Source: an optimization exercise on an open RTL-to-GDS flow (aim: small area, a short achievable clock period and few clock cycles per item). Production flows keep margins and buffers that such runs may drop. RTL that was checked went through simulation tests only; none was proved equivalent to the original.

==> module kw_unwrap, before the edit <==
module kw_unwrap (
    input  wire         clk,
    input  wire         rst,       
    input  wire         start,     
    input  wire [127:0] kek,       
    input  wire [191:0] wrapped,   
    output wire         busy,
    output wire         done,      
    output wire         ok,        
    output wire [127:0] key        
);
    localparam [63:0] KW_IV = 64'hA6A6A6A6A6A6A6A6;
    reg         busy_r;
    reg         done_r;
    reg         kexp;     
    reg         first;    
    reg         step12;   
    reg [3:0]   rnd;      
    reg [3:0]   t;        
    reg [127:0] st;       
    reg [63:0]  ro;       
    reg [127:0] rk;       
    reg [127:0] kl;       
    wire accept = start && !busy_r;
    genvar gb, gc, gr;
    wire last   = !kexp && (rnd == 4'd0);
    assign busy = busy_r;
    assign done = done_r;
    assign ok   = (st[127:64] == KW_IV);
    assign key  = {st[63:0], ro};
    wire [31:0]  w0 = rk[127:96];
    wire [31:0]  w1 = rk[95:64];
    wire [31:0]  w2 = rk[63:32];
    wire [31:0]  w3 = rk[31:0];
    wire [31:0]  v3 = w3 ^ w2;    
    wire [31:0]  v2 = w2 ^ w1;
    wire [31:0]  v1 = w1 ^ w0;
    wire [31:0]  rot = {v3[23:0], v3[31:24]};
    wire [31:0]  sw_out;
    generate
        for (gb = 0; gb < 4; gb = gb + 1) begin : g_sbox
            aes_sbox u_sbox (.a(rot[8*gb +: 8]), .y(sw_out[8*gb +: 8]));
        end
    endgenerate
    wire [9:0]   rd = {rnd == 4'd9, rnd == 4'd8, rnd == 4'd7, rnd == 4'd6, rnd == 4'd5,
                       rnd == 4'd4, rnd == 4'd3, rnd == 4'd2, rnd == 4'd1, rnd == 4'd0};
    wire [7:0]   rcon = {rd[7], rd[6], rd[5] | rd[9], rd[4] | rd[8] | rd[9],
                         rd[3] | rd[8], rd[2] | rd[9], rd[1] | rd[8] | rd[9], rd[0] | rd[8]};
    wire [31:0]  temp = sw_out ^ {rcon, 24'h000000};
    wire [31:0]  n0 = w0 ^ temp;
    wire         fin = kexp && (rnd == 4'd9);    
    wire [31:0]  n2 = v2 ^ n0;
    wire [127:0] key_step = {n0, v1 ^ (temp & {32{kexp}}), v2 ^ (n0 & {32{kexp}}),
                             v3 ^ (n2 & {32{fin}})};
    wire [127:0] key_prev = {n0, v1, v2, v3};
    wire [127:0] blk = (step12 ? {kl[127:64] ^ 64'd12, kl[63:0]}
                               : {st[127:64] ^ {60'd0, t}, ro}) ^ rk;
    wire [127:0] imc;
    generate
        for (gc = 0; gc < 4; gc = gc + 1) begin : g_imc
            aes_inv_mixcol u_imc (.c(st[32*gc +: 32]), .y(imc[32*gc +: 32]));
        end
    endgenerate
    wire [127:0] x = first ? blk : imc;
    wire [127:0] isr;
    generate
        for (gc = 0; gc < 4; gc = gc + 1) begin : g_col
            for (gr = 0; gr < 4; gr = gr + 1) begin : g_row
                assign isr[127 - 8*(gr + 4*((gc + gr) % 4)) -: 8] =
                       x[127 - 8*(gr + 4*gc) -: 8];
            end
        end
    endgenerate
    wire [127:0] isb;
    generate
        for (gb = 0; gb < 16; gb = gb + 1) begin : g_isbox
            aes_inv_sbox u_isbox (.a(isr[8*gb +: 8]), .y(isb[8*gb +: 8]));
        end
    endgenerate
    wire [127:0] ark = isb ^ key_prev;
    always @(posedge clk) begin
        if (rst) begin
            busy_r <= 1'b0;
            done_r <= 1'b0;
            kexp   <= 1'b0;
            first  <= 1'b0;
            step12 <= 1'b0;
        end else begin
            done_r <= 1'b0;
            if (accept) begin
                busy_r <= 1'b1;
                kexp   <= 1'b1;
                first  <= 1'b0;
                step12 <= 1'b1;
                rnd    <= 4'd0;
                t      <= 4'd12;
            end else if (busy_r) begin
                if (kexp) begin
                    if (rnd == 4'd9) begin
                        kexp  <= 1'b0;
                        first <= 1'b1;
                    end else begin
                        rnd <= rnd + 4'd1;
                    end
                end else begin
                    first <= (rnd == 4'd0) && (t != 4'd1);
                    if (rnd == 4'd0) begin
                        rnd    <= 4'd9;
                        t      <= t - 4'd1;
                        step12 <= 1'b0;
                        if (t == 4'd1) begin
                            busy_r <= 1'b0;
                            done_r <= 1'b1;
                        end
                    end else begin
                        rnd <= rnd - 4'd1;
                    end
                end
            end
        end
    end
    always @(posedge clk) begin
        if (accept)
            rk <= {kek[127:32], kek[63:32] ^ kek[31:0]};
        else if (last)
            rk <= kl;
        else
            rk <= key_step;
    end
    always @(posedge clk) begin
        if (accept)
            kl <= {wrapped[191:128], wrapped[63:0]};
        else if (first && step12)
            kl <= rk;
    end
    always @(posedge clk) begin
        st <= ark;
        if (accept)
            ro <= wrapped[127:64];
        else if (first && !step12)
            ro <= st[63:0];
    end
endmodule
==> flow/config.mk <==
export PLATFORM = sky130hd
export DESIGN_NAME = kw_unwrap
export DESIGN_NICKNAME = kw_unwrap
export VERILOG_FILES = /design/flow/design.v
export SDC_FILE = /design/flow/constraint.sdc
export NUM_CORES = 8
export LEC_CHECK = 0
export CAP_MARGIN = 20
export CORE_MARGIN = 2
export CORE_UTILIZATION = 25
export SETUP_SLACK_MARGIN = 1.5
export SLEW_MARGIN = 20
export SYNTH_HIERARCHICAL = 1
==> flow/constraint.sdc <==
create_clock -name core_clock -period 8.0 [get_ports {clk}]
set_input_delay 1.6000 -clock core_clock [delete_from_list [all_inputs] [get_ports {clk}]]
set_output_delay 1.6000 -clock core_clock [all_outputs]
set_load 0.01 [all_outputs]
standard.sh (not shown) runs the stock make flow with config.mk's settings and CLKGATE_MAP_FILE= SYNTH_SCRIPT=/design/flow/synth_recipe.tcl, a recipe that flattens the netlist after the stock synthesis.
==> flow/flow/run.sh <==
#!/bin/bash
# The standard layout (the standard.sh: ORFS synthesis to finish), with
# these changes in how it is made:
#  - the port buffers that global placement inserts on every input and
#    output are the smallest buffer (buf_1) instead of clkdlybuf4s50_1;
#  - clock tree synthesis inserts no dummy loads;
#  - after floorplanning, the flip-flops of the round state (st) get a
#    stronger drive (same cell type, dfxtp_1 -> dfxtp_4): they drive the
#    InvMixColumns network at the start of the critical loop.
# ORFS writes each step's full log under orfs/logs/; make's output goes to
# flow_*.log and the resizing step's to upsize.log, all in this folder.
set -euo pipefail
export BUFFER_PORTS_ARGS="-buffer_cell sky130_fd_sc_hd__buf_1"
export CTS_ARGS="-sink_clustering_enable -repair_clock_nets -dont_use_dummy_load"
bash standard.sh floorplan > flow_floorplan.log 2>&1
odb=orfs/results/$FLOW_PLATFORM/kw_unwrap/base/2_floorplan.odb
ODB=$odb openroad -no_init -exit flow/upsize.tcl > upsize.log 2>&1
bash standard.sh finish > flow_finish.log 2>&1
==> flow/flow/upsize.tcl <==
# Give the state flip-flops st[*] the 4x drive version of their cell.
read_db $::env(ODB)
set db [ord::get_db]
set block [[$db getChip] getBlock]
set n 0
foreach inst [$block getInsts] {
  set name [$inst getName]
  set m [[$inst getMaster] getName]
  if {[string first "st\\\[" $name] == 0 && $m eq "sky130_fd_sc_hd__dfxtp_1"} {
    $inst swapMaster [$db findMaster sky130_fd_sc_hd__dfxtp_4]
    incr n
  }
}
puts "resized $n flip-flops"
write_db $::env(ODB)
Testbench counts at the start, summed over its fixed seeds: cycles 67,072, items 512.
Rerun with:
--- a/flow/design.v
+++ b/flow/design.v
@@ -552,14 +552,25 @@
     wire [9:0]   rd = {rnd == 4'd9, rnd == 4'd8, rnd == 4'd7, rnd == 4'd6, rnd == 4'd5,
                        rnd == 4'd4, rnd == 4'd3, rnd == 4'd2, rnd == 4'd1, rnd == 4'd0};
     wire [7:0]   rcon = {rd[7], rd[6], rd[5] | rd[9], rd[4] | rd[8] | rd[9],
                          rd[3] | rd[8], rd[2] | rd[9], rd[1] | rd[8] | rd[9], rd[0] | rd[8]};
-    wire [31:0]  temp = sw_out ^ {rcon, 24'h000000};
-    wire [31:0]  n0 = w0 ^ temp;
+    wire [31:0]  rc  = {rcon, 24'h000000};
     wire         fin = kexp && (rnd == 4'd9);    
-    wire [31:0]  n2 = v2 ^ n0;
-    wire [127:0] key_step = {n0, v1 ^ (temp & {32{kexp}}), v2 ^ (n0 & {32{kexp}}),
-                             v3 ^ (n2 & {32{fin}})};
+    wire [31:0]  e0  = w0 ^ rc;
+    wire [31:0]  n0;                              
+    wire [127:0] key_step;                        
+    wire [31:0]  e1  = v1 ^ (rc & {32{kexp}});
+    wire [31:0]  e2  = v2 ^ (e0 & {32{kexp}});
+    wire [31:0]  e3  = v3 ^ ((v2 ^ e0) & {32{fin}});
+    generate
+        for (gb = 0; gb < 32; gb = gb + 1) begin : g_kstep
+            sx2 u_n0 (.a(e0[gb]), .b(sw_out[gb]), .y(n0[gb]));
+            skx u_n1 (.a(e1[gb]), .g(kexp), .s(sw_out[gb]), .y(key_step[64 + gb]));
+            skx u_n2 (.a(e2[gb]), .g(kexp), .s(sw_out[gb]), .y(key_step[32 + gb]));
+            skx u_n3 (.a(e3[gb]), .g(fin),  .s(sw_out[gb]), .y(key_step[gb]));
+        end
+    endgenerate
+    assign key_step[127:96] = n0;
     wire [127:0] key_prev = {n0, v1, v2, v3};
     wire [127:0] blk = (step12 ? {kl[127:64] ^ 64'd12, kl[63:0]}
                                : {st[127:64] ^ {60'd0, t}, ro}) ^ rk;
     wire [127:0] imc;
Effect: The new run finished clean; global-route usage shrinks by 0.61 points; setup slack degrades by 0.13 ns; register-to-register slack gets worse by 0.13 ns; non-clock buffer count decreases by 29; cell count went up by a few percent; wire length is about the same; utilization came out lower by 0.34 points; synthesized area increases by a few percent; synthesized cell count is higher slightly; worst hold slack loses 0.0038 ns.
No functional check of the RTL was part of the second run of this note.

kw_unwrap, a different RTL version from the one above (not shown whole).
For scale: about 460 flip-flops, ~450 I/O pins.
==> module kw_unwrap, before the edit <==
module kw_unwrap (
    input  wire         clk,
    input  wire         rst,       
    input  wire         start,     
    input  wire [127:0] kek,       
    input  wire [191:0] wrapped,   
    output wire         busy,
    output wire         done,      
    output wire         ok,        
    output wire [127:0] key        
);
    localparam [63:0] KW_IV = 64'hA6A6A6A6A6A6A6A6;
    reg         busy_r;
    reg         done_r;
    reg         kexp;     
    reg         first;    
    reg [3:0]   rnd;      
    reg [3:0]   t;        
    reg [127:0] st;       
    reg [63:0]  ro;       
    reg [127:0] rk;       
    reg [127:0] kl;       
    wire accept = start && !busy_r;
    genvar gb, gc, gr;
    wire last   = !kexp && (rnd == 4'd0);
    assign busy = busy_r;
    assign done = done_r;
    assign ok   = (st[127:64] == KW_IV);
    assign key  = {st[63:0], ro};
    wire [31:0]  w0 = rk[127:96];
    wire [31:0]  w1 = rk[95:64];
    wire [31:0]  w2 = rk[63:32];
    wire [31:0]  w3 = rk[31:0];
    wire [31:0]  v3 = w3 ^ w2;    
    wire [31:0]  v2 = w2 ^ w1;
    wire [31:0]  v1 = w1 ^ w0;
    wire [31:0]  rot = {v3[23:0], v3[31:24]};
    wire [31:0]  sw_out;
    generate
        for (gb = 0; gb < 4; gb = gb + 1) begin : g_sbox
            aes_sbox u_sbox (.a(rot[8*gb +: 8]), .y(sw_out[8*gb +: 8]));
        end
    endgenerate
    wire [9:0]   rd = {rnd == 4'd9, rnd == 4'd8, rnd == 4'd7, rnd == 4'd6, rnd == 4'd5,
                       rnd == 4'd4, rnd == 4'd3, rnd == 4'd2, rnd == 4'd1, rnd == 4'd0};
    wire [7:0]   rcon = {rd[7], rd[6], rd[5] | rd[9], rd[4] | rd[8] | rd[9],
                         rd[3] | rd[8], rd[2] | rd[9], rd[1] | rd[8] | rd[9], rd[0] | rd[8]};
    wire [31:0]  temp = sw_out ^ {rcon, 24'h000000};
    wire [31:0]  n0 = w0 ^ temp;
    wire         fin = kexp && (rnd == 4'd9);    
    wire [31:0]  n2 = v2 ^ n0;
    wire [127:0] key_step = {n0, v1 ^ (temp & {32{kexp}}), v2 ^ (n0 & {32{kexp}}),
                             v3 ^ (n2 & {32{fin}})};
    wire [127:0] key_prev = {n0, v1, v2, v3};
    wire         step12 = (t == 4'd12);
    wire [127:0] blk = (step12 ? {kl[127:64] ^ 64'd12, kl[63:0]}
                               : {st[127:64] ^ {60'd0, t}, ro}) ^ rk;
    wire [127:0] imc;
    generate
        for (gc = 0; gc < 4; gc = gc + 1) begin : g_imc
            aes_inv_mixcol u_imc (.c(st[32*gc +: 32]), .y(imc[32*gc +: 32]));
        end
    endgenerate
    wire [127:0] x = first ? blk : imc;
    wire [127:0] isr;
    generate
        for (gc = 0; gc < 4; gc = gc + 1) begin : g_col
            for (gr = 0; gr < 4; gr = gr + 1) begin : g_row
                assign isr[127 - 8*(gr + 4*((gc + gr) % 4)) -: 8] =
                       x[127 - 8*(gr + 4*gc) -: 8];
            end
        end
    endgenerate
    wire [127:0] isb;
    generate
        for (gb = 0; gb < 16; gb = gb + 1) begin : g_isbox
            aes_inv_sbox u_isbox (.a(isr[8*gb +: 8]), .y(isb[8*gb +: 8]));
        end
    endgenerate
    wire [127:0] ark = isb ^ key_prev;
    always @(posedge clk) begin
        if (rst) begin
            busy_r <= 1'b0;
            done_r <= 1'b0;
            kexp   <= 1'b0;
            first  <= 1'b0;
        end else begin
            done_r <= 1'b0;
            if (accept) begin
                busy_r <= 1'b1;
                kexp   <= 1'b1;
                first  <= 1'b0;
                rnd    <= 4'd0;
                t      <= 4'd12;
            end else if (busy_r) begin
                if (kexp) begin
                    if (rnd == 4'd9) begin
                        kexp  <= 1'b0;
                        first <= 1'b1;
                    end else begin
                        rnd <= rnd + 4'd1;
                    end
                end else begin
                    first <= (rnd == 4'd0) && (t != 4'd1);
                    if (rnd == 4'd0) begin
                        rnd <= 4'd9;
                        t   <= t - 4'd1;
                        if (t == 4'd1) begin
                            busy_r <= 1'b0;
                            done_r <= 1'b1;
                        end
                    end else begin
                        rnd <= rnd - 4'd1;
                    end
                end
            end
        end
    end
    always @(posedge clk) begin
        if (accept)
            rk <= {kek[127:32], kek[63:32] ^ kek[31:0]};
        else if (last)
            rk <= kl;
        else
            rk <= key_step;
    end
    always @(posedge clk) begin
        if (accept)
            kl <= {wrapped[191:128], wrapped[63:0]};
        else if (first && step12)
            kl <= rk;
    end
    always @(posedge clk) begin
        st <= ark;
        if (accept)
            ro <= wrapped[127:64];
        else if (first && !step12)
            ro <= st[63:0];
    end
endmodule
==> flow/config.mk <==
export PLATFORM = sky130hd
export DESIGN_NAME = kw_unwrap
export DESIGN_NICKNAME = kw_unwrap
export VERILOG_FILES = /design/flow/design.v
export SDC_FILE = /design/flow/constraint.sdc
export NUM_CORES = 8
export LEC_CHECK = 0
export CAP_MARGIN = 20
export CORE_MARGIN = 2
export CORE_UTILIZATION = 25
export SETUP_SLACK_MARGIN = 1.75
export SLEW_MARGIN = 20
export SYNTH_HIERARCHICAL = 1
==> flow/constraint.sdc <==
create_clock -name core_clock -period 8.0 [get_ports {clk}]
set_input_delay 1.6000 -clock core_clock [delete_from_list [all_inputs] [get_ports {clk}]]
set_output_delay 1.6000 -clock core_clock [all_outputs]
set_load 0.01 [all_outputs]
==> flow/flow/run.sh <==
#!/bin/bash
# The standard layout (the standard.sh: ORFS synthesis to finish), with
# two changes in how it is made:
#  - the port buffers that global placement inserts on every input and
#    output are the smallest buffer (buf_1) instead of clkdlybuf4s50_1;
#  - clock tree synthesis inserts no dummy loads.
# ORFS writes each step's full log under orfs/logs/; make's own output goes
# to flow.log here.
set -euo pipefail
export BUFFER_PORTS_ARGS="-buffer_cell sky130_fd_sc_hd__buf_1"
export CTS_ARGS="-sink_clustering_enable -repair_clock_nets -dont_use_dummy_load"
bash standard.sh finish > flow.log 2>&1
Edit:
--- a/flow/design.v
+++ b/flow/design.v
@@ -521,8 +521,9 @@
     reg         busy_r;
     reg         done_r;
     reg         kexp;     
     reg         first;    
+    reg         step12;   
     reg [3:0]   rnd;      
     reg [3:0]   t;        
     reg [127:0] st;       
     reg [63:0]  ro;       
@@ -559,9 +560,8 @@
     wire [31:0]  n2 = v2 ^ n0;
     wire [127:0] key_step = {n0, v1 ^ (temp & {32{kexp}}), v2 ^ (n0 & {32{kexp}}),
                              v3 ^ (n2 & {32{fin}})};
     wire [127:0] key_prev = {n0, v1, v2, v3};
-    wire         step12 = (t == 4'd12);
     wire [127:0] blk = (step12 ? {kl[127:64] ^ 64'd12, kl[63:0]}
                                : {st[127:64] ^ {60'd0, t}, ro}) ^ rk;
     wire [127:0] imc;
     generate
@@ -591,14 +591,16 @@
             busy_r <= 1'b0;
             done_r <= 1'b0;
             kexp   <= 1'b0;
             first  <= 1'b0;
+            step12 <= 1'b0;
         end else begin
             done_r <= 1'b0;
             if (accept) begin
                 busy_r <= 1'b1;
                 kexp   <= 1'b1;
                 first  <= 1'b0;
+                step12 <= 1'b1;
                 rnd    <= 4'd0;
                 t      <= 4'd12;
             end else if (busy_r) begin
                 if (kexp) begin
@@ -610,10 +612,11 @@
                     end
                 end else begin
                     first <= (rnd == 4'd0) && (t != 4'd1);
                     if (rnd == 4'd0) begin
-                        rnd <= 4'd9;
-                        t   <= t - 4'd1;
+                        rnd    <= 4'd9;
+                        t      <= t - 4'd1;
+                        step12 <= 1'b0;
                         if (t == 4'd1) begin
                             busy_r <= 1'b0;
                             done_r <= 1'b1;
                         end
Result: Area after synthesis went down by 1.9%; clock skew went up by 0.063 ns; clock-buffer cell count falls by 1; worst setup slack improved by 0.041 ns; design area went down by 0.65%; register-to-register slack improved by 0.04 ns; wire length came out lower by 1.9%; first-iteration DRC count shrinks by 18%; flip-flop and latch count rose by 1; non-clock buffer count grows by 4.
Testbench counts after the change, summed over its fixed seeds: cycles 67,072, items 512.
Function not checked in the first run of this note: the RTL went through the layout flow alone.

## afterwards: timing with drivers on the ports
Ports are ideal in the flow. The routed layouts listed here were re-timed in OpenROAD. Step 1: set_driving_cell puts a clkbuf_16 on clk and a buf_2 on each other input, an assumption about the parent block. Step 2 moves the port delays by t, midway between the first and last clock arrival at a register: inputs arrive t later, outputs are due t later. That takes back most of the time a late clock gives input paths. a / b / c = ideal ports / drivers / drivers and shift; a / b = the first two.
run | t (ns) | setup slack, ns | worst register clock-pin slew, ns
the first run of note 1 | 0.761 | 1.718 / 1.718 / 1.718 | 0.07 / 0.07
the second run of note 1 | 0.750 | 1.587 / 1.587 / 1.587 | 0.07 / 0.07
the first run of note 2 | 0.752 | 1.901 / 1.901 / 1.901 | 0.07 / 0.07
the second run of note 2 | 0.775 | 1.942 / 1.942 / 1.942 | 0.07 / 0.07
After both steps every run listed still meets setup and hold.
